This is an optimization exercise on Yosys and OpenROAD, whose aim is small area, a short achievable clock period and few clock cycles per item, not a production implementation.
Only simulation tests tie the RTL to the original design; equivalence was not proved.

`flow/design.v`:
```
`timescale 1ns/1ps
module aes_sbox_a (
  input  wire [7:0] x,
  output wire [7:0] v
);
  wire [7:0] t;
  assign t[0] = x[0] ^ x[1] ^ x[2] ^ x[5];
  assign t[1] = x[0] ^ x[2] ^ x[3] ^ x[4] ^ x[5] ^ x[6] ^ x[7];
  assign t[2] = x[0] ^ x[1] ^ x[2] ^ x[4];
  assign t[3] = x[0] ^ x[1] ^ x[2] ^ x[5] ^ x[7];
  assign t[4] = x[0] ^ x[3] ^ x[5];
  assign t[5] = x[0] ^ x[5];
  assign t[6] = x[0] ^ x[1] ^ x[2] ^ x[6] ^ x[7];
  assign t[7] = x[0] ^ x[2];
  aes_gf_inv_k u_inv (.t(t), .v(v));
endmodule
module aes_sbox_b (
  input  wire [7:0] v,
  output wire [7:0] y
);
  assign y[0] = ~(v[2] ^ v[5] ^ v[6]);
  assign y[1] = ~(v[5] ^ v[6] ^ v[7]);
  assign y[2] = v[6];
  assign y[3] = v[1] ^ v[2] ^ v[3] ^ v[6] ^ v[7];
  assign y[4] = v[2] ^ v[4] ^ v[5];
  assign y[5] = ~(v[2] ^ v[4]);
  assign y[6] = ~(v[0] ^ v[2] ^ v[3] ^ v[4] ^ v[6] ^ v[7]);
  assign y[7] = v[1] ^ v[7];
endmodule
module aes_gf_inv_k (
  input  wire [7:0] t,
  output wire [7:0] v
);
  wire n0, n1, n2, n3, n4, n5, n6, n7, n8, n9, n10, n11, n12, n13, n14, n15, n16, n17, n18, n19, n20, n21, n22, n23, n24, n25, n26, n27, n28, n29, n30, n31, n32, n33, n34, n35, n36, n37, n38, n39, n40, n41, n42, n43, n44, n45, n46, n47, n48, n49, n50, n51, n52, n53, n54, n55, n56, n57, n58, n59, n60, n61, n62, n63, n64, n65, n66, n67, n68, n69, n70, n71, n72, n73, n74, n75, n76, n77, n78, n79, n80, n81, n82, n83, n84, n85, n86, n87, n88, n89, n90, n91, n92, n93, n94, n95, n96, n97, n98, n99, n100, n101, n102, n103, n104, n105, n106, n107, n108, n109, n110, n111, n112, n113, n114, n115, n116, n117, n118, n119, n120, n121, n122, n123, n124, n125, n126, n127, n128, n129, n130, n131, n132, n133, n134, n135, n136, n137, n138, n139, n140, n141, n142, n143, n144, n145, n146, n147, n148, n149, n150, n151, n152, n153, n154, n155, n156, n157, n158, n159, n160, n161, n162, n163, n164, n165, n166, n167, n168, n169, n170, n171, n172, n173, n174, n175, n176, n177, n178, n179;
  assign n66 = ~(t[1] | t[3]);
  assign n76 = t[1] & t[3];
  assign n86 = ~(n76 | n66);
  assign n96 = ~(t[5] | t[7]);
  assign n101 = t[5] & t[7];
  assign n102 = ~(n101 | n96);
  assign n103 = n102 & n86;
  assign n104 = ~(t[2] | t[0]);
  assign n105 = t[2] & t[0];
  assign n106 = ~(n105 | n104);
  assign n107 = ~n106 & n86;
  assign n108 = n106 & ~n86;
  assign n109 = ~(n108 | n107);
  assign n110 = ~(t[6] | t[4]);
  assign n111 = t[6] & t[4];
  assign n112 = ~(n111 | n110);
  assign n113 = ~n112 & n102;
  assign n114 = n112 & ~n102;
  assign n115 = ~(n114 | n113);
  assign n116 = ~(n115 | n109);
  assign n117 = ~n116 & n103;
  assign n118 = n116 & ~n103;
  assign n119 = ~(n118 | n117);
  assign n120 = t[1] & t[5];
  assign n123 = ~(n122 | n121);
  assign n126 = ~(n125 | n124);
  assign n127 = n126 & n123;
  assign n128 = ~(t[0] | t[4]);
  assign n129 = ~(n128 | n127);
  assign n130 = ~(n129 | n120);
  assign n131 = n130 & n119;
  assign n132 = ~(n130 | n119);
  assign n133 = ~(n132 | n131);
  assign n134 = ~(n126 | n123);
  assign n135 = ~(n134 | n127);
  assign n138 = ~(n137 | n136);
  assign n139 = ~(n138 | t[3]);
  assign n140 = t[2] & ~t[7];
  assign n141 = n140 & ~n139;
  assign n142 = ~n140 & n139;
  assign n143 = ~(n142 | n141);
  assign n144 = ~n143 & n119;
  assign n145 = n143 & ~n119;
  assign n146 = ~(n145 | n144);
  assign n147 = n146 & n135;
  assign n148 = ~(n146 | n135);
  assign n149 = ~(n148 | n147);
  assign n150 = n149 & n133;
  assign n151 = ~(n134 | n120);
  assign n152 = n125 & n122;
  assign n153 = ~(n152 | n151);
  assign n154 = n112 & n106;
  assign n155 = ~n154 & n103;
  assign n156 = n154 & ~n103;
  assign n157 = ~(n156 | n155);
  assign n158 = n157 & n153;
  assign n159 = ~(n157 | n153);
  assign n160 = ~(n159 | n158);
  assign n161 = ~(t[2] | t[7]);
  assign n162 = n161 & ~n157;
  assign n163 = ~n161 & n157;
  assign n164 = ~(n163 | n162);
  assign n167 = ~(n166 | n165);
  assign n168 = n167 & ~t[6];
  assign n169 = ~(t[1] | t[5]);
  assign n170 = ~(n169 | n120);
  assign n171 = ~n170 & n168;
  assign n172 = n170 & ~n168;
  assign n173 = ~(n172 | n171);
  assign n174 = n173 & n164;
  assign n175 = ~(n173 | n164);
  assign n176 = ~(n175 | n174);
  assign n177 = ~(n176 | n160);
  assign n178 = n177 & ~n150;
  assign n179 = ~n177 & n150;
  assign n0 = ~(n179 | n178);
  assign n1 = n0 & n133;
  assign n2 = ~(n160 | n133);
  assign n3 = ~(n2 | n1);
  assign n4 = n3 & t[2];
  assign n5 = ~n160 & n149;
  assign n6 = ~n5 & n133;
  assign n7 = ~n6 & n176;
  assign n8 = ~(n7 | n178);
  assign n9 = ~(n8 | n2);
  assign n10 = ~(n9 | n1);
  assign n11 = ~n10 & n167;
  assign n12 = n160 & ~n149;
  assign n13 = ~n12 & n176;
  assign n14 = n0 & n149;
  assign n15 = ~(n14 | n13);
  assign n16 = n15 & n8;
  assign n17 = ~n12 & n7;
  assign n18 = ~(n17 | n16);
  assign n19 = ~n18 & n86;
  assign n20 = ~(n176 | n149);
  assign n21 = ~(n20 | n14);
  assign n22 = ~n21 & n3;
  assign n23 = n21 & ~n3;
  assign n24 = ~(n23 | n22);
  assign n25 = n24 & n18;
  assign n26 = ~(n24 | n18);
  assign n27 = ~(n26 | n25);
  assign n28 = n27 & ~n109;
  assign n29 = n28 & ~n19;
  assign n30 = ~n28 & n19;
  assign n31 = ~(n30 | n29);
  assign n32 = ~n31 & n11;
  assign n33 = n31 & ~n11;
  assign n34 = ~(n33 | n32);
  assign n35 = n34 & n4;
  assign n36 = ~(n34 | n4);
  assign v[6] = ~(n36 | n35);
  assign n37 = n21 & t[0];
  assign n38 = ~(n20 | n13);
  assign n39 = ~(n38 | n14);
  assign n40 = ~n39 & n126;
  assign n41 = ~n40 & n31;
  assign n42 = n40 & ~n31;
  assign n43 = ~(n42 | n41);
  assign n44 = n43 & n37;
  assign n45 = ~(n43 | n37);
  assign v[4] = ~(n45 | n44);
  assign n46 = n3 & t[6];
  assign n47 = ~n10 & n138;
  assign n48 = ~n18 & n102;
  assign n49 = n27 & ~n115;
  assign n50 = n49 & ~n48;
  assign n51 = ~n49 & n48;
  assign n52 = ~(n51 | n50);
  assign n53 = ~n52 & n47;
  assign n54 = n52 & ~n47;
  assign n55 = ~(n54 | n53);
  assign n56 = n55 & n46;
  assign n57 = ~(n55 | n46);
  assign v[2] = ~(n57 | n56);
  assign n58 = n21 & t[4];
  assign n59 = ~n39 & n123;
  assign n60 = ~n59 & n52;
  assign n61 = n59 & ~n52;
  assign n62 = ~(n61 | n60);
  assign n63 = n62 & n58;
  assign n64 = ~(n62 | n58);
  assign v[0] = ~(n64 | n63);
  assign n65 = ~n24 & n112;
  assign n67 = n65 & ~n48;
  assign n68 = ~n65 & n48;
  assign n69 = ~(n68 | n67);
  assign n70 = n8 & t[7];
  assign n71 = ~n70 & n47;
  assign n72 = n70 & ~n47;
  assign n73 = ~(n72 | n71);
  assign n74 = n73 & n69;
  assign n75 = ~(n73 | n69);
  assign v[3] = ~(n75 | n74);
  assign n77 = ~n15 & t[5];
  assign n78 = ~n77 & n59;
  assign n79 = n77 & ~n59;
  assign n80 = ~(n79 | n78);
  assign n81 = n80 & n69;
  assign n82 = ~(n80 | n69);
  assign v[1] = ~(n82 | n81);
  assign n83 = n8 & t[3];
  assign n84 = ~n24 & n106;
  assign n85 = n84 & ~n19;
  assign n87 = ~n84 & n19;
  assign n88 = ~(n87 | n85);
  assign n89 = ~n88 & n11;
  assign n90 = n88 & ~n11;
  assign n91 = ~(n90 | n89);
  assign n92 = n91 & n83;
  assign n93 = ~(n91 | n83);
  assign v[7] = ~(n93 | n92);
  assign n94 = ~n15 & t[1];
  assign n95 = ~n88 & n40;
  assign n97 = n88 & ~n40;
  assign n98 = ~(n97 | n95);
  assign n99 = n98 & n94;
  assign n100 = ~(n98 | n94);
  assign v[5] = ~(n100 | n99);
  assign n121 = ~(t[5] | t[4]);
  assign n122 = t[5] & t[4];
  assign n124 = ~(t[1] | t[0]);
  assign n125 = t[1] & t[0];
  assign n136 = ~(t[7] | t[6]);
  assign n137 = t[7] & t[6];
  assign n165 = ~(t[3] | t[2]);
  assign n166 = t[3] & t[2];
endmodule
`timescale 1ns/1ps
module aes_sbox_ad (
  input  wire [7:0] xe,
  input  wire [7:0] xd,
  input  wire       dec,
  output wire [7:0] v
);
  wire [7:0] te, td;
  assign te[0] = xe[0] ^ xe[4] ^ xe[5] ^ xe[6];
  assign te[1] = xe[0] ^ xe[1] ^ xe[2] ^ xe[5] ^ xe[6] ^ xe[7];
  assign te[2] = xe[0] ^ xe[5] ^ xe[6] ^ xe[7];
  assign te[3] = xe[0] ^ xe[1] ^ xe[5] ^ xe[6];
  assign te[4] = xe[0];
  assign te[5] = xe[0] ^ xe[1] ^ xe[3] ^ xe[4] ^ xe[7];
  assign te[6] = xe[0] ^ xe[1] ^ xe[2] ^ xe[3] ^ xe[6];
  assign te[7] = xe[0] ^ xe[5] ^ xe[6];
  assign td[0] = ~(xd[0] ^ xd[1] ^ xd[4] ^ xd[6]);
  assign td[1] = xd[4] ^ xd[7];
  assign td[2] = ~(xd[0] ^ xd[1] ^ xd[3] ^ xd[6]);
  assign td[3] = ~(xd[4] ^ xd[6]);
  assign td[4] = ~(xd[2] ^ xd[5] ^ xd[7]);
  assign td[5] = ~(xd[4] ^ xd[6] ^ xd[7]);
  assign td[6] = xd[0] ^ xd[1] ^ xd[4] ^ xd[5] ^ xd[6];
  assign td[7] = ~(xd[0] ^ xd[3] ^ xd[4]);
  aes_gf_inv_d u_inv (.t(dec ? td : te), .v(v));
endmodule
module aes_inv_sbox_b (
  input  wire [7:0] v,
  output wire [7:0] y
);
  assign y[0] = v[4];
  assign y[1] = v[3] ^ v[7];
  assign y[2] = v[1] ^ v[2] ^ v[3] ^ v[7];
  assign y[3] = v[0] ^ v[2] ^ v[3] ^ v[4] ^ v[5] ^ v[7];
  assign y[4] = v[0] ^ v[7];
  assign y[5] = v[0] ^ v[1] ^ v[3] ^ v[4] ^ v[5] ^ v[6];
  assign y[6] = v[0] ^ v[1] ^ v[3] ^ v[5] ^ v[6] ^ v[7];
  assign y[7] = v[2] ^ v[7];
endmodule
module aes_sbox_be (
  input  wire [7:0] v,
  output wire [7:0] y
);
  assign y[0] = ~(v[0] ^ v[2] ^ v[7]);
  assign y[1] = ~(v[2] ^ v[3] ^ v[7]);
  assign y[2] = v[0] ^ v[3] ^ v[4] ^ v[5] ^ v[6];
  assign y[3] = v[0] ^ v[1] ^ v[2] ^ v[3] ^ v[5];
  assign y[4] = v[1] ^ v[3] ^ v[5];
  assign y[5] = ~(v[0] ^ v[6]);
  assign y[6] = ~(v[1] ^ v[5]);
  assign y[7] = v[3] ^ v[5];
endmodule
module aes_gf_inv_d (
  input  wire [7:0] t,
  output wire [7:0] v
);
  wire n0, n1, n2, n3, n4, n5, n6, n7, n8, n9, n10, n11, n12, n13, n14, n15, n16, n17, n18, n19, n20, n21, n22, n23, n24, n25, n26, n27, n28, n29, n30, n31, n32, n33, n34, n35, n36, n37, n38, n39, n40, n41, n42, n43, n44, n45, n46, n47, n48, n49, n50, n51, n52, n53, n54, n55, n56, n57, n58, n59, n60, n61, n62, n63, n64, n65, n66, n67, n68, n69, n70, n71, n72, n73, n74, n75, n76, n77, n78, n79, n80, n81, n82, n83, n84, n85, n86, n87, n88, n89, n90, n91, n92, n93, n94, n95, n96, n97, n98, n99, n100, n101, n102, n103, n104, n105, n106, n107, n108, n109, n110, n111, n112, n113, n114, n115, n116, n117, n118, n119, n120, n121, n122, n123, n124, n125, n126, n127, n128, n129, n130, n131, n132, n133, n134, n135, n136, n137, n138, n139, n140, n141, n142, n143, n144, n145, n146, n147, n148, n149, n150, n151, n152, n153, n154, n155, n156, n157, n158, n159, n160, n161, n162, n163, n164, n165, n166, n167, n168, n169, n170, n171, n172, n173, n174, n175, n176, n177, n178, n179, n180;
  assign n66 = ~t[1] & t[3];
  assign n76 = t[1] & ~t[3];
  assign n86 = ~(n76 | n66);
  assign n96 = t[1] & t[4];
  assign n102 = ~t[5] & t[7];
  assign n103 = t[5] & ~t[7];
  assign n104 = ~(n103 | n102);
  assign n105 = n104 & n86;
  assign n108 = ~(n107 | n106);
  assign n109 = n108 & t[5];
  assign n110 = ~n109 & n105;
  assign n111 = n109 & ~n105;
  assign n112 = ~(n111 | n110);
  assign n113 = ~t[2] & t[0];
  assign n114 = t[2] & ~t[0];
  assign n115 = ~(n114 | n113);
  assign n116 = ~t[6] & t[4];
  assign n117 = t[6] & ~t[4];
  assign n118 = ~(n117 | n116);
  assign n119 = ~(n118 | n115);
  assign n120 = ~n119 & n112;
  assign n121 = n119 & ~n112;
  assign n122 = ~(n121 | n120);
  assign n123 = n122 & n96;
  assign n124 = ~(n122 | n96);
  assign n125 = ~(n124 | n123);
  assign n128 = ~(n127 | n126);
  assign n129 = ~(n128 | t[2]);
  assign n130 = ~n118 & n104;
  assign n131 = n118 & ~n104;
  assign n132 = ~(n131 | n130);
  assign n133 = ~(n132 | n86);
  assign n134 = ~(n115 | n104);
  assign n135 = n134 & ~n133;
  assign n136 = ~n134 & n133;
  assign n137 = ~(n136 | n135);
  assign n138 = t[3] & ~t[6];
  assign n139 = ~n138 & n137;
  assign n140 = n138 & ~n137;
  assign n141 = ~(n140 | n139);
  assign n142 = n141 & n129;
  assign n143 = ~(n141 | n129);
  assign n144 = ~(n143 | n142);
  assign n145 = ~(n144 | n125);
  assign n146 = ~(t[2] | t[6]);
  assign n147 = ~n146 & n119;
  assign n148 = n146 & ~n119;
  assign n149 = ~(n148 | n147);
  assign n152 = ~(n151 | n150);
  assign n153 = n152 & n128;
  assign n154 = ~(n104 | n86);
  assign n155 = ~n154 & n153;
  assign n156 = n154 & ~n153;
  assign n157 = ~(n156 | n155);
  assign n158 = n157 & n149;
  assign n159 = ~(n157 | n149);
  assign n160 = ~(n159 | n158);
  assign n161 = n160 & ~n145;
  assign n162 = n115 & n104;
  assign n163 = ~n132 & n86;
  assign n166 = ~(n165 | n164);
  assign n167 = n166 & t[0];
  assign n168 = ~n167 & n96;
  assign n169 = n167 & ~n96;
  assign n170 = ~(n169 | n168);
  assign n171 = ~n170 & n163;
  assign n172 = n170 & ~n163;
  assign n173 = ~(n172 | n171);
  assign n174 = n173 & n162;
  assign n175 = ~(n173 | n162);
  assign n176 = ~(n175 | n174);
  assign n177 = n176 & ~n144;
  assign n178 = ~(n177 | n161);
  assign n179 = n177 & n161;
  assign n180 = ~(n179 | n178);
  assign n0 = n176 & n125;
  assign n1 = ~(n176 | n145);
  assign n2 = ~(n160 | n144);
  assign n3 = n160 & n144;
  assign n4 = ~(n3 | n2);
  assign n5 = ~n4 & n125;
  assign n6 = ~n5 & n1;
  assign n7 = ~(n6 | n0);
  assign n8 = ~n7 & n180;
  assign n9 = n7 & ~n180;
  assign n10 = ~(n9 | n8);
  assign n11 = n10 & ~n86;
  assign n12 = ~(n2 | n125);
  assign n13 = ~n12 & n178;
  assign n14 = n180 & ~n144;
  assign n15 = ~(n14 | n13);
  assign n16 = ~(n160 | n125);
  assign n17 = n16 & n176;
  assign n18 = ~(n17 | n0);
  assign n19 = n18 & ~n5;
  assign n20 = n19 & ~n15;
  assign n21 = ~n19 & n15;
  assign n22 = ~(n21 | n20);
  assign n23 = n22 & ~n115;
  assign n24 = n23 & ~n11;
  assign n25 = ~n23 & n11;
  assign n26 = ~(n25 | n24);
  assign n27 = ~(n17 | n1);
  assign n28 = ~n27 & n152;
  assign n29 = n19 & t[2];
  assign n30 = ~n29 & n28;
  assign n31 = n29 & ~n28;
  assign n32 = ~(n31 | n30);
  assign n33 = n32 & n26;
  assign n34 = ~(n32 | n26);
  assign v[6] = ~(n34 | n33);
  assign n35 = ~n15 & t[0];
  assign n36 = ~(n13 | n3);
  assign n37 = n36 & n108;
  assign n38 = ~n37 & n26;
  assign n39 = n37 & ~n26;
  assign n40 = ~(n39 | n38);
  assign n41 = n40 & n35;
  assign n42 = ~(n40 | n35);
  assign v[4] = ~(n42 | n41);
  assign n43 = ~n27 & n128;
  assign n44 = n10 & ~n104;
  assign n45 = n22 & ~n118;
  assign n46 = n45 & ~n44;
  assign n47 = ~n45 & n44;
  assign n48 = ~(n47 | n46);
  assign n49 = n19 & t[6];
  assign n50 = ~n49 & n48;
  assign n51 = n49 & ~n48;
  assign n52 = ~(n51 | n50);
  assign n53 = n52 & n43;
  assign n54 = ~(n52 | n43);
  assign v[2] = ~(n54 | n53);
  assign n55 = ~n15 & t[4];
  assign n56 = n36 & n166;
  assign n57 = ~n56 & n48;
  assign n58 = n56 & ~n48;
  assign n59 = ~(n58 | n57);
  assign n60 = n59 & n55;
  assign n61 = ~(n59 | n55);
  assign v[0] = ~(n61 | n60);
  assign n62 = n7 & t[7];
  assign n63 = n10 & ~n132;
  assign n64 = n22 & ~n104;
  assign n65 = n64 & ~n63;
  assign n67 = ~n64 & n63;
  assign n68 = ~(n67 | n65);
  assign n69 = ~n68 & n43;
  assign n70 = n68 & ~n43;
  assign n71 = ~(n70 | n69);
  assign n72 = n71 & n62;
  assign n73 = ~(n71 | n62);
  assign v[3] = ~(n73 | n72);
  assign n74 = ~n180 & t[5];
  assign n75 = ~n68 & n56;
  assign n77 = n68 & ~n56;
  assign n78 = ~(n77 | n75);
  assign n79 = n78 & n74;
  assign n80 = ~(n78 | n74);
  assign v[1] = ~(n80 | n79);
  assign n81 = n7 & t[3];
  assign n82 = ~n81 & n28;
  assign n83 = n81 & ~n28;
  assign n84 = ~(n83 | n82);
  assign n85 = ~(n22 | n86);
  assign n87 = n10 & n115;
  assign n88 = ~n10 & n86;
  assign n89 = ~(n88 | n87);
  assign n90 = n89 & ~n85;
  assign n91 = n87 & n85;
  assign n92 = ~(n91 | n90);
  assign n93 = n92 & n84;
  assign n94 = ~(n92 | n84);
  assign v[7] = ~(n94 | n93);
  assign n95 = ~n180 & t[1];
  assign n97 = ~n95 & n37;
  assign n98 = n95 & ~n37;
  assign n99 = ~(n98 | n97);
  assign n100 = n99 & n92;
  assign n101 = ~(n99 | n92);
  assign v[5] = ~(n101 | n100);
  assign n106 = ~(t[1] | t[0]);
  assign n107 = t[1] & t[0];
  assign n126 = ~(t[7] | t[6]);
  assign n127 = t[7] & t[6];
  assign n150 = ~(t[3] | t[2]);
  assign n151 = t[3] & t[2];
  assign n164 = ~(t[5] | t[4]);
  assign n165 = t[5] & t[4];
endmodule
`timescale 1ns/1ps
module aes_engine (
  input  wire         clk,
  input  wire         rst,           
  input  wire         key_valid,
  output wire         key_ready,
  input  wire [255:0] key,           
  input  wire [1:0]   key_len,       
  input  wire         in_valid,
  output wire         in_ready,
  input  wire [127:0] in_data,
  input  wire         in_decrypt,    
  output wire         out_valid,
  input  wire         out_ready,
  output wire [127:0] out_data
);
  genvar gi;
  integer i;
  function [7:0] xtime;
    input [7:0] b;
    begin
      xtime = {b[6:0], 1'b0} ^ (b[7] ? 8'h1b : 8'h00);
    end
  endfunction
  function [4:0] tlast_of;        
    input [1:0] kl;
    begin
      tlast_of = (kl == 2'd0) ? 5'd20 : (kl == 2'd1) ? 5'd24 : 5'd28;
    end
  endfunction
  reg  [1:0]   klen;         
  reg          key_ok;       
  reg          first;        
  reg          run;          
  reg  [4:0]   t;            
  reg          vx, dx;       
  reg          vy, dy;       
  reg          in_rdy;       
  reg          key_rdy;
  reg          o_valid;
  reg          x_fin;        
  reg          y_slot;       
  reg          t_zero;       
  reg          s1_dec;       
  reg          s2_dec;       
  reg          s2_gen;       
  reg          st2_to_r;     
  reg          st1_act;      
  reg          stepf, stepb; 
  reg  [127:0] R;            
  reg  [127:0] Mreg;         
  reg  [127:0] O;            
  wire [4:0] tlast = tlast_of(klen);
  wire x_res   = x_fin && vx;
  wire y_res   = y_slot && vy;
  wire stall   = (x_res || y_res) && o_valid && !out_ready;
  wire load_o  = (x_res || y_res) && !stall;
  assign key_ready = key_rdy;
  assign in_ready  = in_rdy && !stall && !(first && in_decrypt);
  assign out_valid = o_valid;
  assign out_data  = O;
  wire key_fire = key_valid && key_rdy && !rst;
  wire in_fire  = in_valid && in_ready && !rst;
  reg  [255:0] WF, WB;      
  reg  [31:0]  MF, MB;      
  reg  [16:0]  gcf, gcb;
  reg          wb_new;       
  function [7:0] rcon_of;
    input [1:0] kl;
    input [3:0] rr;
    begin
      rcon_of = 8'h00;
      case (kl)
        2'd0: case (rr)
          4'd0: rcon_of = 8'h01; 4'd1: rcon_of = 8'h02; 4'd2: rcon_of = 8'h04;
          4'd3: rcon_of = 8'h08; 4'd4: rcon_of = 8'h10; 4'd5: rcon_of = 8'h20;
          4'd6: rcon_of = 8'h40; 4'd7: rcon_of = 8'h80; 4'd8: rcon_of = 8'h1b;
          4'd9: rcon_of = 8'h36;
          default: rcon_of = 8'h00;
        endcase
        2'd1: case (rr)
          4'd0: rcon_of = 8'h01; 4'd1: rcon_of = 8'h02; 4'd3: rcon_of = 8'h04;
          4'd4: rcon_of = 8'h08; 4'd6: rcon_of = 8'h10; 4'd7: rcon_of = 8'h20;
          4'd9: rcon_of = 8'h40; 4'd10: rcon_of = 8'h80;
          default: rcon_of = 8'h00;
        endcase
        default: case (rr)
          4'd0: rcon_of = 8'h01; 4'd2: rcon_of = 8'h02; 4'd4: rcon_of = 8'h04;
          4'd6: rcon_of = 8'h08; 4'd8: rcon_of = 8'h10; 4'd10: rcon_of = 8'h20;
          4'd12: rcon_of = 8'h40;
          default: rcon_of = 8'h00;
        endcase
      endcase
    end
  endfunction
  function [1:0] mod3;
    input [3:0] rr;
    begin
      case (rr)
        4'd0, 4'd3, 4'd6, 4'd9,  4'd12, 4'd15: mod3 = 2'd0;
        4'd1, 4'd4, 4'd7, 4'd10, 4'd13:        mod3 = 2'd1;
        default:                               mod3 = 2'd2;
      endcase
    end
  endfunction
  function [16:0] gctl;
    input [1:0] kl;
    input       bwd;
    input [3:0] rr;
    reg   [1:0] ph;
    reg   [2:0] sel;
    begin
      ph = mod3(rr);
      case (kl)
        2'd0:    sel = 3'b001;
        2'd1:    sel = bwd ? ((ph == 2'd1) ? 3'b100 : 3'b010)
                           : ((ph == 2'd1) ? 3'b100 : 3'b010);
        default: sel = 3'b000;
      endcase
      gctl = {sel, kl == 2'd0, kl == 2'd1, kl == 2'd2, ph == 2'd0, ph == 2'd1,
              (kl != 2'd2) || !rr[0], rcon_of(kl, rr)};
    end
  endfunction
  function [31:0] sw_in_f;
    input [2:0]   sel;
    input [255:0] w;
    begin
      sw_in_f = sel[0] ? w[159:128] :
                sel[1] ? w[95:64] :
                sel[2] ? (w[255:224] ^ w[223:192] ^ w[95:64]) : w[31:0];
    end
  endfunction
  function [31:0] sw_in_b;
    input [2:0]   sel;
    input [255:0] w;
    begin
      sw_in_b = sel[0] ? (w[159:128] ^ w[191:160]) :
                sel[1] ? w[223:192] : w[159:128];
    end
  endfunction
  function [255:0] w_step_f;
    input [16:0]  c;
    input [255:0] w;
    input [31:0]  s;
    reg   [31:0]  w0, w1, w2, w3, w4, w5, w6, w7, tw, n0, n1, n2, n3;
    reg           k4, k6, k8, ph0, ph1, rot;
    begin
      {k4, k6, k8, ph0, ph1, rot} = c[13:8];
      w0 = w[255:224]; w1 = w[223:192]; w2 = w[191:160]; w3 = w[159:128];
      w4 = w[127:96];  w5 = w[95:64];   w6 = w[63:32];   w7 = w[31:0];
      tw = (rot ? {s[23:0], s[31:24]} : s) ^ {c[7:0], 24'h0};
      n0 = w0 ^ ((k6 && !ph0) ? w5 : tw);
      n1 = w1 ^ n0;
      n2 = w2 ^ ((k6 && ph1) ? tw : n1);
      n3 = w3 ^ n2;
      w_step_f = k4 ? {n0, n1, n2, n3, n0, n1, n2, n3} :
                 k6 ? {w4, w5, n0, n1, n2, n3, n2, n3} :
                      {w4, w5, w6, w7, n0, n1, n2, n3};
    end
  endfunction
  function [255:0] w_step_b;
    input [16:0]  c;
    input [255:0] w;
    input [31:0]  s;
    reg   [31:0]  w0, w1, w2, w3, w4, w5, w6, w7, tw, a0, a1, a2, a3;
    reg           k4, k6, k8, ph0, ph1, rot;
    begin
      {k4, k6, k8, ph0, ph1, rot} = c[13:8];
      w0 = w[255:224]; w1 = w[223:192]; w2 = w[191:160]; w3 = w[159:128];
      w4 = w[127:96];  w5 = w[95:64];   w6 = w[63:32];   w7 = w[31:0];
      tw = (rot ? {s[23:0], s[31:24]} : s) ^ {c[7:0], 24'h0};
      a0 = k4 ? w0 : k6 ? w2 : w4;
      a1 = k4 ? w1 : k6 ? w3 : w5;
      a2 = k4 ? w2 : k6 ? w4 : w6;
      a3 = k4 ? w3 : k6 ? w5 : w7;
      w_step_b = {a0 ^ ((k6 && !ph0) ? w1 : tw), a1 ^ a0, a2 ^ ((k6 && ph1) ? tw : a1),
                  a3 ^ a2, w0, w1, w2, w3};
    end
  endfunction
  wire [127:0] rkf = WF[255:128];
  wire [127:0] rkb = WB[255:128];
  wire        rdf  = x_fin || wb_new;
  wire [31:0] swif = sw_in_f(gcf[16:14], rdf ? WB : WF);
  wire [31:0] swib = sw_in_b(gcb[16:14], x_fin ? WF : WB);
  wire [31:0] swvf, swvb, swsf, swsb;
  generate
    for (gi = 0; gi < 4; gi = gi + 1) begin : g_ksbox
      aes_sbox_a u_af (.x(swif[8*gi +: 8]), .v(swvf[8*gi +: 8]));
      aes_sbox_a u_ab (.x(swib[8*gi +: 8]), .v(swvb[8*gi +: 8]));
      aes_sbox_b u_bf (.v(MF[8*gi +: 8]), .y(swsf[8*gi +: 8]));
      aes_sbox_b u_bb (.v(MB[8*gi +: 8]), .y(swsb[8*gi +: 8]));
    end
  endgenerate
  wire [255:0] wnextf = w_step_f(gcf, WF, swsf);
  wire [255:0] wnextb = w_step_b(gcb, WB, swsb);
  wire gof  = stepf && !stall;
  wire gob  = stepb && !stall;
  wire swap = x_fin && !stall;
  always @(posedge clk) begin
    MF <= swvf;
    MB <= swvb;
    wb_new <= key_fire;
    if (swap || wb_new)
      WF <= WB;
    else if (gof)
      WF <= wnextf;
    if (key_fire)
      WB <= key;
    else if (swap)
      WB <= WF;
    else if (gob)
      WB <= wnextb;
  end
  wire [127:0] rk2 = s2_gen ? rkb : rkf;
  wire         lsel = (in_decrypt ^ x_fin) || wb_new;   
  wire [127:0] v1;
  generate
    for (gi = 0; gi < 16; gi = gi + 1) begin : g_s1
      aes_sbox_ad u_a (
        .xe(R[127 - 8*((gi % 4) + 4 * (((gi / 4) + (gi % 4)) % 4)) -: 8]),
        .xd(R[127 - 8*((gi % 4) + 4 * (((gi / 4) + 4 - (gi % 4)) % 4)) -: 8]),
        .dec(s1_dec), .v(v1[127 - 8*(gi) -: 8]));
    end
  endgenerate
  wire [127:0] ye, yd, s2;
  generate
    for (gi = 0; gi < 16; gi = gi + 1) begin : g_s2
      aes_sbox_be    u_e (.v(Mreg[127 - 8*(gi) -: 8]), .y(ye[127 - 8*(gi) -: 8]));
      aes_inv_sbox_b u_d (.v(Mreg[127 - 8*(gi) -: 8]), .y(yd[127 - 8*(gi) -: 8]));
      assign s2[127 - 8*(gi) -: 8] = s2_dec ? yd[127 - 8*(gi) -: 8] : ye[127 - 8*(gi) -: 8];
    end
  endgenerate
  wire [127:0] x2 = s2 ^ rk2;
  wire [127:0] mx2;
  generate
    for (gi = 0; gi < 4; gi = gi + 1) begin : g_mix
      wire [7:0] c0 = s2[127 - 8*(4*gi + 0) -: 8];
      wire [7:0] c1 = s2[127 - 8*(4*gi + 1) -: 8];
      wire [7:0] c2 = s2[127 - 8*(4*gi + 2) -: 8];
      wire [7:0] c3 = s2[127 - 8*(4*gi + 3) -: 8];
      wire [7:0] a0 = x2[127 - 8*(4*gi + 0) -: 8];
      wire [7:0] a1 = x2[127 - 8*(4*gi + 1) -: 8];
      wire [7:0] a2 = x2[127 - 8*(4*gi + 2) -: 8];
      wire [7:0] a3 = x2[127 - 8*(4*gi + 3) -: 8];
      wire [7:0] e0 = xtime(xtime(a0 ^ a2));
      wire [7:0] e1 = xtime(xtime(a1 ^ a3));
      wire [7:0] b0 = s2_dec ? (a0 ^ e0) : c0;
      wire [7:0] b1 = s2_dec ? (a1 ^ e1) : c1;
      wire [7:0] b2 = s2_dec ? (a2 ^ e0) : c2;
      wire [7:0] b3 = s2_dec ? (a3 ^ e1) : c3;
      assign mx2[127 - 8*(4*gi + 0) -: 8] = xtime(b0) ^ xtime(b1) ^ b1 ^ b2 ^ b3;
      assign mx2[127 - 8*(4*gi + 1) -: 8] = b0 ^ xtime(b1) ^ xtime(b2) ^ b2 ^ b3;
      assign mx2[127 - 8*(4*gi + 2) -: 8] = b0 ^ b1 ^ xtime(b2) ^ xtime(b3) ^ b3;
      assign mx2[127 - 8*(4*gi + 3) -: 8] = xtime(b0) ^ b0 ^ b1 ^ b2 ^ xtime(b3);
    end
  endgenerate
  wire ld_r   = in_rdy && !stall;
  wire kf_sel = ld_r ? !lsel : !s2_dec && !s2_gen;
  wire kb_sel = ld_r ?  lsel : !s2_dec &&  s2_gen;
  wire [127:0] r_in = (ld_r ? in_data : mx2) ^
                      ({128{kf_sel}} & rkf) ^ ({128{kb_sel}} & rkb);
  always @(posedge clk) begin
    if (ld_r || st2_to_r)
      R <= r_in;
    if (st1_act && !stall)
      Mreg <= v1;
    if (load_o)
      O <= x2;
  end
  reg        run_n, key_ok_n, first_n, vx_n, dx_n, vy_n, dy_n;
  reg        o_valid_n, in_rdy_n;
  reg  [4:0] t_n;
  reg  [1:0] klen_n;
  always @(*) begin
    run_n    = run;      t_n     = t;      key_ok_n = key_ok;  first_n = first;
    klen_n   = klen;     vx_n    = vx;     dx_n     = dx;      vy_n    = vy;
    dy_n     = dy;
    o_valid_n = load_o || (o_valid && !out_ready);
    if (key_fire) begin
      run_n = 1'b0; key_ok_n = 1'b1; first_n = 1'b1; klen_n = key_len;
    end else if (!stall) begin
      if (!run || t == tlast) begin
        if (in_fire) begin
          run_n = 1'b1; t_n = 5'd0; vx_n = 1'b1; dx_n = in_decrypt; vy_n = 1'b0;
        end else if (!run && key_ok && first && in_valid && in_decrypt) begin
          run_n = 1'b1; t_n = 5'd0; vx_n = 1'b0; vy_n = 1'b0;
        end else
          run_n = 1'b0;
      end else if (t == tlast - 5'd1) begin
        if (in_fire) begin
          t_n = 5'd0; vx_n = 1'b1; dx_n = in_decrypt;
        end else
          t_n = tlast;
      end else begin
        t_n = t + 5'd1;
        if (t_zero) begin
          vy_n = in_fire; dy_n = in_decrypt;
        end
      end
      if (run && t == tlast - 5'd2)
        first_n = 1'b0;
    end
    in_rdy_n = (!run_n && key_ok_n) ||
               (run_n && (t_n == tlast_of(klen_n) - 5'd1 || t_n == tlast_of(klen_n))) ||
               (run_n && t_n == 5'd0 && vx_n);
    if (rst) begin
      run_n = 1'b0; key_ok_n = 1'b0; o_valid_n = 1'b0; in_rdy_n = 1'b0;
      first_n = 1'b0;
    end
  end
  wire [4:0] tl_n = tlast_of(klen_n);
  wire [3:0] nr_n = tl_n[4:1];
  wire       pre_n = !run_n || t_n >= tl_n - 5'd1;
  wire [3:0] j_n   = pre_n ? 4'd0 : t_n[4:1] + {3'd0, t_n[0]};
  always @(posedge clk) begin
    run <= run_n;   t <= t_n;     key_ok <= key_ok_n;  first <= first_n;
    klen <= klen_n;
    vx <= vx_n;     dx <= dx_n;   vy <= vy_n;          dy <= dy_n;
    o_valid <= o_valid_n;
    in_rdy  <= in_rdy_n;
    key_rdy <= !rst;
    x_fin    <= run_n && (t_n == tl_n - 5'd1);
    y_slot   <= run_n && (t_n == 5'd0 || t_n == tl_n);
    t_zero   <= (t_n == 5'd0);
    s1_dec   <= t_n[0] ? dy_n : dx_n;
    s2_dec   <= t_n[0] ? dx_n : dy_n;
    s2_gen   <= (t_n[0] ? dx_n : dy_n) ^ (t_n == 5'd0 || t_n == tl_n);
    st2_to_r <= run_n && (t_n != 5'd0) && (t_n <= tl_n - 5'd2);
    st1_act  <= run_n && (t_n <= tl_n - 5'd1);
    stepf    <= run_n && !t_n[0] && (t_n <= tl_n - 5'd2);
    stepb    <= run_n && !t_n[0] && (t_n <= tl_n - 5'd2) && !first_n;
    gcf      <= gctl(klen_n, 1'b0, j_n);
    gcb      <= gctl(klen_n, 1'b1, nr_n - j_n - 4'd1);
  end
endmodule
```
`flow/flow/regs.py`:
```
# Lists a netlist's registers (flip-flop and latch cells) as "type name", sorted.
import re, sys
txt = open(sys.argv[1]).read()
out = []
for m in re.finditer(r'^\s*(sky130_fd_sc_hd__\w+)\s+(\S+)\s*\(', txt, re.M):
    t, n = m.group(1), m.group(2)
    if re.match(r'sky130_fd_sc_hd__(e?s?df|dl(x|r|clkp)|sdl)', t):
        out.append(f"{t} {n}")
print("\n".join(sorted(out)))
```
`flow/flow/own_synth.tcl`:
```
# The standard flow's synthesis (synth_recipe.tcl in the work folder, which runs ORFS's
# synth.tcl) with one change: the ABC script that maps the logic is
# $OWN_ABC_SCRIPT instead of ORFS's. Registers are inferred and named exactly
# as in the standard synthesis.
proc abc {args} {
  set i [lsearch -exact $args -script]
  if {$i >= 0} {
    lset args [expr {$i + 1}] $::env(OWN_ABC_SCRIPT)
  }
  yosys abc {*}$args
}
source $::env(OWN_WORK)/synth_recipe.tcl
```
`flow/standard.sh`:
```
#!/bin/bash
# synth_recipe.tcl (not shown) runs the flow's synth.tcl, then flattens the netlist and writes it again
# the make line also repeats each setting of config.mk as NAME=value (left out here)
make -C /OpenROAD-flow-scripts/flow DESIGN_CONFIG=/design/flow/config.mk WORK_HOME=/design/flow/orfs CLKGATE_MAP_FILE= SYNTH_SCRIPT=/design/flow/synth_recipe.tcl "${@:-finish}"
```
`flow/constraint.sdc`:
```
create_clock -name core_clock -period 11.0 [get_ports {clk}]
set_input_delay 2.2000 -clock core_clock [delete_from_list [all_inputs] [get_ports {clk}]]
set_output_delay 2.2000 -clock core_clock [all_outputs]
set_load 0.01 [all_outputs]
```
`flow/config.mk`:
```
export PLATFORM = sky130hd
export DESIGN_NAME = aes_engine
export DESIGN_NICKNAME = aes_engine
export VERILOG_FILES = /design/flow/design.v
export SDC_FILE = /design/flow/constraint.sdc
export NUM_CORES = 8
export LEC_CHECK = 0
export CAP_MARGIN = 20
export CORE_MARGIN = 2
export CORE_UTILIZATION = 50
export SETUP_SLACK_MARGIN = 5
export SLEW_MARGIN = 20
```
`flow/flow/own.abc`:
```
strash; dch -f; amap; topo; dnsize
```
`flow/flow/run.sh`:
```
#!/bin/bash
# Own layout flow. It is the standard layout (standard.sh) with one change
# in synthesis: ABC maps the logic with an area-oriented script (flow/own.abc)
# instead of ORFS's speed script. The synthesis is otherwise the standard flow's own
# (synth_recipe.tcl, ORFS's synth.tcl), so registers come out with the same
# names and cell types; run.sh checks that against the standard synthesis
# and stops if they differ. Each tool's output goes to a log file of its own.
set -euo pipefail
W=$(pwd)
R=orfs/results/${FLOW_PLATFORM}/aes_engine/base
OWN=$W/own

# the standard synthesis, for reference
bash standard.sh synth > synth_std.log 2>&1

# the same synthesis with the area-oriented ABC script
OWN_WORK=$W OWN_ABC_SCRIPT=$W/flow/own.abc \
  make -C "$FLOW_HOME" DESIGN_CONFIG="$W/config.mk" WORK_HOME="$OWN" CLKGATE_MAP_FILE= \
  SYNTH_SCRIPT="$W/flow/own_synth.tcl" "$OWN/results/${FLOW_PLATFORM}/aes_engine/base/1_2_yosys.v" \
  > synth_own.log 2>&1

python3 flow/regs.py "$R/1_2_yosys.v" > regs_std.txt
python3 flow/regs.py "$OWN/results/${FLOW_PLATFORM}/aes_engine/base/1_2_yosys.v" > regs_own.txt
cmp regs_std.txt regs_own.txt > regs_cmp.log 2>&1

cp "$R/1_2_yosys.v" std_synth.v
cp "$OWN/results/${FLOW_PLATFORM}/aes_engine/base/1_2_yosys.v" "$R/1_2_yosys.v"
rm -f "$R/1_synth.odb"

bash standard.sh > layout.log 2>&1
```
==> out/metrics.cfg, run 1 <==
[min_path]
min_from=first$_DFF_P_
min_to=first$_DFF_P_
hp-class=reg -> reg
min_path_cells=2

[clock_network]
numCtsBuffers=120
max-clock-path-buffers=3
cts_hold_buf=0
cts_root_buf=clkbuf_16
clock_latency_ns=0.89
cts_tree=built
cts.sinks=1015
htreeDepth=3
path_clk_slew_ns=0.06

[global_routing]
grt_pass1_vias=100000
antenna_found_initial=50
grt_max_degree=180
grt_overflow_total=0
grt_pass1_wl_um=673000
track_usage_pct=50.6

[critical_path]
cp.arrival_ns=7.50
rr_worst_depth=38
end_kind=register
worstSetupPathType=reg -> reg
r2r_slack_ns=4.29
slowest_delay_ns=0.78
worstPathMaxFanout=7
rr_endpoint=MF[8]$_DFF_P_
crit_path_start_kind=register
crit_path_top_delay_cell=o22ai_1
required_ns=11.79
worstReg2RegStart=x_fin$_DFF_P_

[placed_design]
io_buffers=522
gp_congestion=1.08
post-dp-hpwl_um=333000
dp.cells=15600
pre_cts_slack_ns=0.198
post_dp_cell_area_um2=98200

[sta]
rsz0062_at_grt=yes
drv_slew=0
setup_slack_ns=4.29
slew_headroom_pct=3.12
worst_pin_slew_ns=1.45
hold_viol_final=0
period_minus_slack_ns=6.71
setup_viol=0
max_freq_ghz=0.149
fin_setup_tns_ns=0
finClkSkew_ns=0.0979
period_share_pct=61.0

[layout]
design_area_um2=116000
area_growth_pct=31.2
layoutNonFillerInstCount=16400
fillCellCount=14800
drive_above_1_share_pct=17.4
nNetsFinal=14400

[floorplanning]
rows=154
die_x_um=424
pin_count=523
core-area_um2=176000
start_util_pct=50.2
die_area_um2=180000
die_h_um=424

[route]
drc=0
wl_per_cell_um=30.1
wirelength_um=493000
detail_route.iter0.violations=21000
drtPass1Iterations=14
via_per_inst=7.09
num_vias=116000
ant_nets=0

[run]
maxCapViolCount=0

[yosys]
syn-num-nets=13100
syn_area_um2=88400
yosysWarnings=1
synth_cells=12600
avgSynthCellArea_um2=7.03

[outcome]
status=finished clean

## cells in the final DEF, fill, tap and decap left out, types with 59 or more instances in the layout
cell / instances
clkdlybuf4s50_1: 518
nor2_2: 85
buf_4: 550
o22ai_1: 2118
dfxtp_1: 110
nor2_4: 70
o22ai_4: 159
clkinv_1: 1687
o22ai_2: 362
o32a_1: 59
o21ai_1: 140
o31ai_1: 93
o32ai_1: 73
o221ai_1: 84
nand2_1: 848
clkbuf_16: 126
ha_1: 93
a22oi_1: 210
nor2_1: 2118
edfxtp_1: 897
clkinv_2: 99
o21ai_0: 878
a21oi_2: 212
o22a_1: 194
a21oi_1: 1082
inv_2: 156
o21ai_2: 142
## worst max-delay path, delay by kind of cell, from the launching register on
kind	cells	cell delay [ns]
compound gates	15	2.92
fa+ha+maj	1	0.30
buf+inv	10	1.65
flops	1	0.39
simple gates	12	1.30
## state kept, by name (all words and copies together) (netlist names), 2 cells and up
register and count:
gcf 13, R 128, gcb 14, MF 32
klen 2, WF 256, t 5, Mreg 128
WB 256, MB 32, O 128
## final cells by class
cell class,count,area (um2),share of cell area (%)
clock inverters,77,768,0.663
multi-input cells,9583,60100,51.8
flip-flops and latches,1015,29300,25.3
well taps,2340,2930,2.53
clock buffers,148,3230,2.79
repair buffers,1192,11500,9.96
repair inverters,6,53.8,0.0464
inverters,1977,7890,6.81
diodes,38,95.1,0.0820
## routing by layer
layer	vias up	wire length [um]	global-route usage, %
met5	-	576	0.317
met4	46	59500	45.3
met3	3037	80400	21.7
met2	10000	191000	69.9
met1	52500	161000	59.2
li1	50500	-	-
## stage by stage
stage,util (%),hold slack [ns]
6_report,65.9,0.496
5_1_grt,65.8,0.509
4_1_cts,62.1,0.495
3_5_place_dp,55.8,0.484
3_3_place_gp,55.8,0.497
2_1_floorplan,-,0.463
## what timing repair did
action | in CTS | in global routing
buffers inserted | 257 | 248
resized for setup | 1131 | 1189
setup endpoints to repair | 315 | 348
pin swaps | 167 | 269
gates cloned | 20 | 4
## how the worst max path moves through the flow
stage,from,end,slack (ns),cells past startpoint
finish,x_fin$_DFF_P_,MF[8]$_DFF_P_,4.29,38
global route,x_fin$_DFF_P_,MF[6]$_DFF_P_,4.14,42
CTS,x_fin$_DFF_P_,MB[16]$_DFF_P_,4.65,42
detailed placement,rst,gcb[1]$_DFF_P_,0.20,21
global placement,rst,gcb[3]$_DFF_P_,0.60,23
floorplan,out_ready,WF[0]$_DFFE_PP_,-44.49,5
Testbench counts, summed over its fixed seeds: cycles 19,497, blocks 1,536.
==> inputs of run 2 (changes only) <==
--- a/flow/flow/run.sh
+++ b/flow/flow/run.sh
@@ -1,8 +1,12 @@
 #!/bin/bash
-# Own layout flow. It is the standard layout (standard.sh) with one change
-# in synthesis: ABC maps the logic with an area-oriented script (flow/own.abc)
-# instead of ORFS's speed script. The synthesis is otherwise the standard flow's own
-# (synth_recipe.tcl, ORFS's synth.tcl), so registers come out with the same
-# names and cell types; run.sh checks that against the standard synthesis
-# and stops if they differ. Each tool's output goes to a log file of its own.
+# Own layout flow. It is the standard layout (standard.sh) with two
+# changes:
+# - synthesis: ABC maps the logic with an area-oriented script (flow/own.abc)
+#   instead of ORFS's speed script. The synthesis is otherwise the standard flow's own
+#   (synth_recipe.tcl, ORFS's synth.tcl), so registers come out with the same
+#   names and cell types; run.sh checks that against the standard synthesis
+#   and stops if they differ;
+# - placement: every input and output port still gets a buffer, but the
+#   smallest one (buf_1) rather than the one buffer_ports picks by default.
+# Each tool's output goes to a log file of its own.
 set -euo pipefail
@@ -29,2 +33,2 @@
 
-bash standard.sh > layout.log 2>&1
+BUFFER_PORTS_ARGS="-buffer_cell sky130_fd_sc_hd__buf_1" bash standard.sh > layout.log 2>&1
==> flow/flow/own.abc (replaced) <==
strash
&get -n
&deepsyn -T 300
&put
dch -f
map -a
topo
dnsize
==> run 2 against run 1 <==
Core utilization down 6.5 points. Setup slack better by 0.43 ns. Critical path depth down 21. Die area up 0.88%. Largest cell class unchanged. Still clean on timing, DRC and antenna. Final cell count down 8.1%. Clock skew down 0.029 ns.
==> out/metrics.cfg, run 2 <==
[critical_path]
worstPathMaxFanout=43  ; was 7
worstReg2RegStart=s2_gen$_DFF_P_  ; was x_fin$_DFF_P_
crit_path_start_kind=register  ; unchanged
crit_start=s2_gen$_DFF_P_  ; was x_fin$_DFF_P_
crit_top_cell=xor2_1
end_kind=register  ; unchanged
required_ns=11.58  ; was 11.79 ns
slowest_delay_ns=0.64  ; was 0.78 ns
worstSetupPathType=reg -> reg  ; unchanged
cp.arrival_ns=6.86  ; was 7.50 ns
crit_path_top_delay_cell=dfxtp_4  ; was o22ai_1
crit_chain=buf_4, buf_4, nand2_1, o21ai_1, xnor2_1, xnor2_1, buf_4, xor2_1, xnor2_1, o21ai_0, buf_4, xor2_1, xor2_1, xnor2_1, xor2_1, a21oi_1, xor2_1
critPathCapture=R[12]$_DFFE_PP_  ; was MF[8]$_DFF_P_
r2r_slack_ns=4.72  ; was 4.29 ns
rr_worst_depth=17  ; was 38
rr_endpoint=R[12]$_DFFE_PP_  ; was MF[8]$_DFF_P_

[route]
via_per_inst=6.41  ; was 7.09
num_vias=96400  ; was 116000
detail_route.iter0.violations=16300  ; was 21000
wl_per_cell_um=30.8  ; was 30.1 um
wirelength_um=464000  ; was 493000 um
drc=0  ; unchanged
drtPass1Iterations=12  ; was 14
ant_nets=0  ; unchanged

[clock_network]
htreeDepth=3  ; unchanged
numCtsBuffers=119  ; was 120
clock_latency_ns=0.86  ; was 0.89 ns
cts_root_buf=clkbuf_16  ; unchanged
path_clk_slew_ns=0.07  ; was 0.06 ns
cts_tree=built  ; unchanged
cts.sinks=1015  ; unchanged
max-clock-path-buffers=3  ; unchanged

[floorplanning]
die_area_um2=182000  ; was 180000 um2
rows=154  ; unchanged
core-area_um2=177000  ; was 176000 um2
start_util_pct=50.5  ; was 50.2%
die_h_um=426  ; was 424 um
die_x_um=426  ; was 424 um
pin_count=523  ; unchanged

[sta]
worst_pin_slew_ns=1.35  ; was 1.45 ns
max_freq_ghz=0.159  ; was 0.149 GHz
fin_setup_tns_ns=0  ; unchanged
period_share_pct=57.1  ; was 61.0%
period_minus_slack_ns=6.28  ; was 6.71 ns
hold_viol_final=0  ; unchanged
slew_headroom_pct=8.75  ; was 3.12%
rsz0062_at_grt=yes  ; unchanged
drv_slew=0  ; unchanged
finClkSkew_ns=0.0685  ; was 0.0979 ns
setup_viol=0  ; unchanged

[global_routing]
antenna_found_initial=43  ; was 50
grt_pass1_vias=87100  ; was 100000
grt_pass1_wl_um=632000  ; was 673000 um
grt_max_degree=132  ; was 180
track_usage_pct=48.9  ; was 50.6%
grt_overflow_total=0  ; unchanged

[yosys]
avgSynthCellArea_um2=7.71  ; was 7.03 um2
yosysWarnings=1  ; unchanged
syn-num-nets=12100  ; was 13100
syn_area_um2=89100  ; was 88400 um2
synth_cells=11600  ; was 12600

[layout]
nNetsFinal=13100  ; was 14400
largest_registers=WB: 256 flops, WF: 256 flops  ; unchanged
area_growth_pct=17.6  ; was 31.2%
mostFrequentLayoutCell=nand2_1
postLayoutCoreUtil_pct=59.3  ; was 65.9%
final_cell_mix=nand2_1 (2145), xor2_1 (1432), clkinv_1 (1252)  ; was o22ai_1 (2118), nor2_1 (2118), clkinv_1 (1687)
drive_above_1_share_pct=9.37  ; was 17.4%

[placed_design]
io_buffers=522  ; unchanged
post-dp-hpwl_um=336000  ; was 333000 um
gp_congestion=1.11  ; was 1.08

[min_path]
hp-class=reg -> reg  ; unchanged
min_path_cells=2  ; unchanged

[outcome]
status=finished clean  ; unchanged

[run]
maxCapViolCount=0  ; unchanged

[run 2: cell types whose count changed in the layout (fill, tap and decap cells not counted), moves of 340 or more]
cell / before / now
o22ai_1: 2118 / 362
xor2_1: 15 / 1432
nand2_1: 848 / 2145
nor2_1: 2118 / 872
xnor2_1: 27 / 767
buf_1: 0 / 521
clkdlybuf4s50_1: 518 / 0
clkinv_1: 1687 / 1252
o22ai_2: 362 / 15
a21oi_1: 1082 / 742
[run 2: timing repair]
item,in CTS,in global routing
endpoints found under the setup margin,141,212
pin swaps,51,112
buffers inserted,87,102
gates resized for setup,338,349
gates cloned,8,2
hold buffers,0,0
[run 2: per-stage QoR]
| step | hold slack (ns) | setup WS, ns | instance area [um2] | instances |
|---|---|---|---|---|
| finish | 0.507 | 4.72 | 105000 | 15100 |
| CTS | 0.505 | 4.89 | 102000 | 14900 |
| global placement | 0.499 | 1.70 | 95700 | 14600 |
| floorplan | 0.446 | -2.15 | 89300 | 11600 |
| detailed placement | 0.495 | 1.88 | 95700 | 14600 |
| global route | 0.541 | 4.85 | 105000 | 15000 |
[run 2: how the worst min path moves through the flow]
stage,from,endpoint,slack (ns)
after floorplan,key_ok$_SDFF_PP0_,key_ok$_SDFF_PP0_,0.45
after global placement,dy$_DFF_P_,dy$_DFF_P_,0.50
after detailed placement,key_ok$_SDFF_PP0_,key_ok$_SDFF_PP0_,0.49
after CTS,key_ok$_SDFF_PP0_,key_ok$_SDFF_PP0_,0.50
after global routing,key_ok$_SDFF_PP0_,key_ok$_SDFF_PP0_,0.54
final,key_ok$_SDFF_PP0_,key_ok$_SDFF_PP0_,0.51
[run 2: cell type report]
| cell class | count | area [um2] |
|---|---|---|
| antenna | 24 | 60.1 |
| clock buffer | 152 | 3250 |
| clock inverter | 72 | 701 |
| fill | 16300 | 71900 |
| inverter | 1316 | 5180 |
| multi-input combinational | 9235 | 57800 |
| sequential | 1015 | 29300 |
| tap | 2340 | 2930 |
| timing repair buffer | 896 | 5610 |
| timing repair inverter | 3 | 43.8 |
[run 2: worst max-delay path, delay by kind of cell (launching register included)]
| family | cells | cell delay, ns |
|---|---|---|
| AO/OA/AOI/OAI | 3 | 0.93 |
| XOR/XNOR | 9 | 2.70 |
| buffers and inverters | 4 | 1.52 |
| flip-flops | 1 | 0.64 |
| AND/OR/NAND/NOR | 1 | 0.11 |
[run 2: layer usage]
metal / vias to the layer above / share of wire [%] / track usage (%)
li1: 41900 / - / -
met1: 44900 / 34 / 57.7
met3: 2036 / 15 / 19.9
met2: 7594 / 39 / 67.6
met5: - / 0.079 / 0.767
met4: 18 / 12 / 44.4
==> inputs of run 3 (changes only) <==
--- a/flow/design.v
+++ b/flow/design.v
@@ -513,5 +513,5 @@
   reg          t_zero;       
-  reg          s1_dec;       
-  reg          s2_dec;       
-  reg          s2_gen;       
+  reg  [3:0]   s1_dec;
+  reg  [1:0]   s2_dec;
+  reg  [1:0]   s2_gen;
   reg          st2_to_r;     
@@ -537,2 +537,4 @@
   reg          wb_new;       
+  reg          rdf;          
+  reg          rdb;          
   function [7:0] rcon_of;
@@ -651,5 +653,4 @@
   wire [127:0] rkb = WB[255:128];
-  wire        rdf  = x_fin || wb_new;
   wire [31:0] swif = sw_in_f(gcf[16:14], rdf ? WB : WF);
-  wire [31:0] swib = sw_in_b(gcb[16:14], x_fin ? WF : WB);
+  wire [31:0] swib = sw_in_b(gcb[16:14], rdb ? WF : WB);
   wire [31:0] swvf, swvb, swsf, swsb;
@@ -676,3 +677,3 @@
       WF <= wnextf;
-    if (key_fire)
+    if (key_valid && key_rdy)      
       WB <= key;
@@ -683,3 +684,4 @@
   end
-  wire [127:0] rk2 = s2_gen ? rkb : rkf;
+  wire [127:0] rk2 = {s2_gen[1] ? rkb[127:64] : rkf[127:64],
+                      s2_gen[0] ? rkb[63:0]   : rkf[63:0]};
   wire         lsel = (in_decrypt ^ x_fin) || wb_new;   
@@ -691,3 +693,3 @@
         .xd(R[127 - 8*((gi % 4) + 4 * (((gi / 4) + 4 - (gi % 4)) % 4)) -: 8]),
-        .dec(s1_dec), .v(v1[127 - 8*(gi) -: 8]));
+        .dec(s1_dec[3 - gi / 4]), .v(v1[127 - 8*(gi) -: 8]));
     end
@@ -699,3 +701,3 @@
       aes_inv_sbox_b u_d (.v(Mreg[127 - 8*(gi) -: 8]), .y(yd[127 - 8*(gi) -: 8]));
-      assign s2[127 - 8*(gi) -: 8] = s2_dec ? yd[127 - 8*(gi) -: 8] : ye[127 - 8*(gi) -: 8];
+      assign s2[127 - 8*(gi) -: 8] = s2_dec[1 - gi / 8] ? yd[127 - 8*(gi) -: 8] : ye[127 - 8*(gi) -: 8];
     end
@@ -716,6 +718,6 @@
       wire [7:0] e1 = xtime(xtime(a1 ^ a3));
-      wire [7:0] b0 = s2_dec ? (a0 ^ e0) : c0;
-      wire [7:0] b1 = s2_dec ? (a1 ^ e1) : c1;
-      wire [7:0] b2 = s2_dec ? (a2 ^ e0) : c2;
-      wire [7:0] b3 = s2_dec ? (a3 ^ e1) : c3;
+      wire [7:0] b0 = s2_dec[1 - gi / 2] ? (a0 ^ e0) : c0;
+      wire [7:0] b1 = s2_dec[1 - gi / 2] ? (a1 ^ e1) : c1;
+      wire [7:0] b2 = s2_dec[1 - gi / 2] ? (a2 ^ e0) : c2;
+      wire [7:0] b3 = s2_dec[1 - gi / 2] ? (a3 ^ e1) : c3;
       assign mx2[127 - 8*(4*gi + 0) -: 8] = xtime(b0) ^ xtime(b1) ^ b1 ^ b2 ^ b3;
@@ -727,6 +729,7 @@
   wire ld_r   = in_rdy && !stall;
-  wire kf_sel = ld_r ? !lsel : !s2_dec && !s2_gen;
-  wire kb_sel = ld_r ?  lsel : !s2_dec &&  s2_gen;
+  wire [1:0] kf_sel = ld_r ? {2{!lsel}} : ~s2_dec & ~s2_gen;
+  wire [1:0] kb_sel = ld_r ? {2{ lsel}} : ~s2_dec &  s2_gen;
   wire [127:0] r_in = (ld_r ? in_data : mx2) ^
-                      ({128{kf_sel}} & rkf) ^ ({128{kb_sel}} & rkb);
+                      ({{64{kf_sel[1]}}, {64{kf_sel[0]}}} & rkf) ^
+                      ({{64{kb_sel[1]}}, {64{kb_sel[0]}}} & rkb);
   always @(posedge clk) begin
@@ -792,7 +795,12 @@
     x_fin    <= run_n && (t_n == tl_n - 5'd1);
+    rdf      <= (run_n && (t_n == tl_n - 5'd1)) || key_fire;
+    rdb      <= run_n && (t_n == tl_n - 5'd1 || t_n == tl_n - 5'd2);
     y_slot   <= run_n && (t_n == 5'd0 || t_n == tl_n);
     t_zero   <= (t_n == 5'd0);
-    s1_dec   <= t_n[0] ? dy_n : dx_n;
-    s2_dec   <= t_n[0] ? dx_n : dy_n;
-    s2_gen   <= (t_n[0] ? dx_n : dy_n) ^ (t_n == 5'd0 || t_n == tl_n);
+    for (i = 0; i < 4; i = i + 1)
+      s1_dec[i] <= (run_n && t_n != tl_n) ? (t_n[0] ? dy_n : dx_n) : (run_n ? i[1] : i[0]);
+    for (i = 0; i < 2; i = i + 1) begin
+      s2_dec[i] <= run_n ? (t_n[0] ? dx_n : dy_n) : i[0];
+      s2_gen[i] <= run_n ? ((t_n[0] ? dx_n : dy_n) ^ (t_n == 5'd0 || t_n == tl_n)) : i[0];
+    end
     st2_to_r <= run_n && (t_n != 5'd0) && (t_n <= tl_n - 5'd2);
==> run 3 against run 2 <==
Fmax is 0.66% higher. Sequential share of layout area barely moved. Critical path type unchanged. Routed wire length is 1.1% lower. Still clean.
==> out/metrics.cfg, run 3 <==
[global_routing]
grt_pass1_vias=86400  ; was 87100
antenna_found_initial=39  ; was 43
grt_max_degree=130  ; was 132
track_usage_pct=48.0  ; was 48.9%
grt_overflow_total=0  ; unchanged
grt_pass1_wl_um=622000  ; was 632000 um

[sta]
hold_viol_final=0  ; unchanged
fin_setup_tns_ns=0  ; unchanged
period_share_pct=56.7  ; was 57.1%
finClkSkew_ns=0.0583  ; was 0.0685 ns
slew_headroom_pct=9.48  ; was 8.75%
period_minus_slack_ns=6.24  ; was 6.28 ns
rsz0062_at_grt=yes  ; unchanged
drv_slew=0  ; unchanged
worst_pin_slew_ns=1.36  ; was 1.35 ns
setup_viol=0  ; unchanged
max_freq_ghz=0.160  ; was 0.159 GHz

[floorplanning]
pin_count=523  ; unchanged
start_util_pct=50.2  ; was 50.5%
core-area_um2=178000  ; was 177000 um2
die_x_um=427  ; was 426 um
die_h_um=427  ; was 426 um
rows=155  ; was 154
die_area_um2=182000  ; about the same

[yosys]
yosysWarnings=1  ; unchanged
syn-num-nets=12000  ; was 12100
synth_cells=11500  ; was 11600
avgSynthCellArea_um2=7.75  ; was 7.71 um2
syn_area_um2=89400  ; was 89100 um2

[clock_network]
cts_tree=built  ; unchanged
cts_root_buf=clkbuf_16  ; unchanged
clock_latency_ns=0.86  ; about the same
numCtsBuffers=131  ; was 119
htreeDepth=4  ; was 3
cts.sinks=1022  ; was 1015
path_clk_slew_ns=0.06  ; was 0.07 ns
max-clock-path-buffers=3  ; unchanged

[route]
detail_route.iter0.violations=13700  ; was 16300
drc=0  ; unchanged
drtPass1Iterations=10  ; was 12
ant_nets=0  ; unchanged
num_vias=95000  ; was 96400
via_per_inst=6.32  ; was 6.41
wirelength_um=459000  ; was 464000 um
wl_per_cell_um=30.5  ; was 30.8 um

[placed_design]
post-dp-hpwl_um=333000  ; was 336000 um
io_buffers=522  ; unchanged
gp_congestion=1.08  ; was 1.11

[min_path]
hp-class=reg -> reg  ; unchanged

[layout]
drive_above_1_share_pct=9.57  ; was 9.37%
postLayoutCoreUtil_pct=59.2  ; was 59.3%
regArea_um2=29500  ; was 29300 um2
largest_registers=WB: 256 flops, WF: 256 flops  ; unchanged
fillCellCount=16400  ; was 16300
area_growth_pct=17.9  ; was 17.6%
final_cell_mix=nand2_1 (2092), xor2_1 (1503), clkinv_1 (1232)  ; was nand2_1 (2145), xor2_1 (1432), clkinv_1 (1252)
multi_input_area_um2=58100  ; was 57800 um2
mostFrequentLayoutCell=nand2_1  ; unchanged
nNetsFinal=13100  ; about the same

[critical_path]
worstPathMaxFanout=6  ; was 43
crit_path_start_kind=register  ; unchanged
required_ns=11.74  ; was 11.58 ns
worstSetupPathType=reg -> reg  ; unchanged
crit_path_top_delay_cell=dfxtp_4  ; unchanged
end_kind=register  ; unchanged
slowest_delay_ns=0.52  ; was 0.64 ns
cp.arrival_ns=6.98  ; was 6.86 ns

[run]
maxCapViolCount=0  ; unchanged

[outcome]
status=finished clean  ; unchanged

## run 3: cell type report
cell class / instances / share of cell area [%]
diodes: 12 / 0.0285
clock buffers: 174 / 3.43
clock inverters: 62 / 0.649
inverters: 1301 / 4.83
multi-input cells: 9213 / 55.1
flip-flops and latches: 1022 / 27.9
well taps: 2355 / 2.80
repair buffers: 900 / 5.17
repair inverters: 1 / 0.0107
## run 3: critical path, delay by kind of cell, from the launching register on
kind	cells	cell delay, ns
flops	1	0.52
fa+ha+maj	3	0.93
buf+inv	12	1.67
xor+xnor	6	1.21
simple gates	11	1.09
compound gates	4	0.64
## run 3: layer usage
metal,GRT usage [%],up-vias,wire (um),share of wire (%)
li1,-,41700,-,-
met1,54.4,44200,153000,33
met2,66.8,7068,181000,39
met3,21.4,2044,69800,15
met4,44.8,50,54400,12
met5,0,-,415,0.090
## run 3: final timing paths
path,slack (ns),to,start,cells after the start
worst max-delay path,4.76,MB[28]$_DFF_P_,gcb[14]$_DFF_P_,36
worst min-delay path,0.51,key_ok$_SDFF_PP0_,key_ok$_SDFF_PP0_,2
worst max register to register,4.76,MB[28]$_DFF_P_,gcb[14]$_DFF_P_,36
worst min register to register,0.51,key_ok$_SDFF_PP0_,key_ok$_SDFF_PP0_,2
## run 3: timing repair
action,CTS,global route
pin swaps,71,129
gates cloned,9,5
endpoints found under the setup margin,182,201
hold buffers,0,0
buffers inserted,97,98
resized for setup,286,385
## run 3: per-stage QoR
step	hold slack (ns)	setup slack, ns	cells	instance area, um2
final	0.508	4.76	15000	105000
after global placement	0.497	2.31	14600	95800
after global routing	0.529	4.60	15000	105000
after CTS	0.502	4.91	14900	102000
after detailed placement	0.493	2.14	14600	95900
after floorplan	0.447	-3.19	11500	89500
Testbench counts of run 3, summed over its fixed seeds: cycles 19,497, blocks 1,536.

-- static timing again, ports no longer ideal --
In the flow no input, the clock included, has a driving cell. The finished layouts below were timed again as built, in two steps.
Step 1 (the two cells are an assumption about what drives the block):
set clk [get_ports {clk}]
set_driving_cell -lib_cell sky130_fd_sc_hd__clkbuf_16 $clk
set_driving_cell -lib_cell sky130_fd_sc_hd__buf_2 [delete_from_list [all_inputs] $clk]
Step 2 moves the port delays by t, midway between the first and last clock arrival at a register: inputs arrive t later, outputs are due t later. That takes back most of the time a late clock gives input paths.
Slacks: ideal ports / drivers / drivers and shift; pairs: ideal ports / drivers.
| run | t (ns) | setup slack, ns | worst setup path after step 2 |
|---|---|---|---|
| run 1 | 0.940 | 4.292 / 4.292 / 4.292 | register to register |
| run 2 | 0.928 | 4.723 / 4.723 / 4.037 | input to register |
| run 3 | 0.921 | 4.764 / 4.764 / 4.112 | input to register |
After both steps every run listed still meets setup and hold. The setup slack of run 2, which loses most, moves by 0.000 ns with the drivers and by -0.686 ns with both steps.
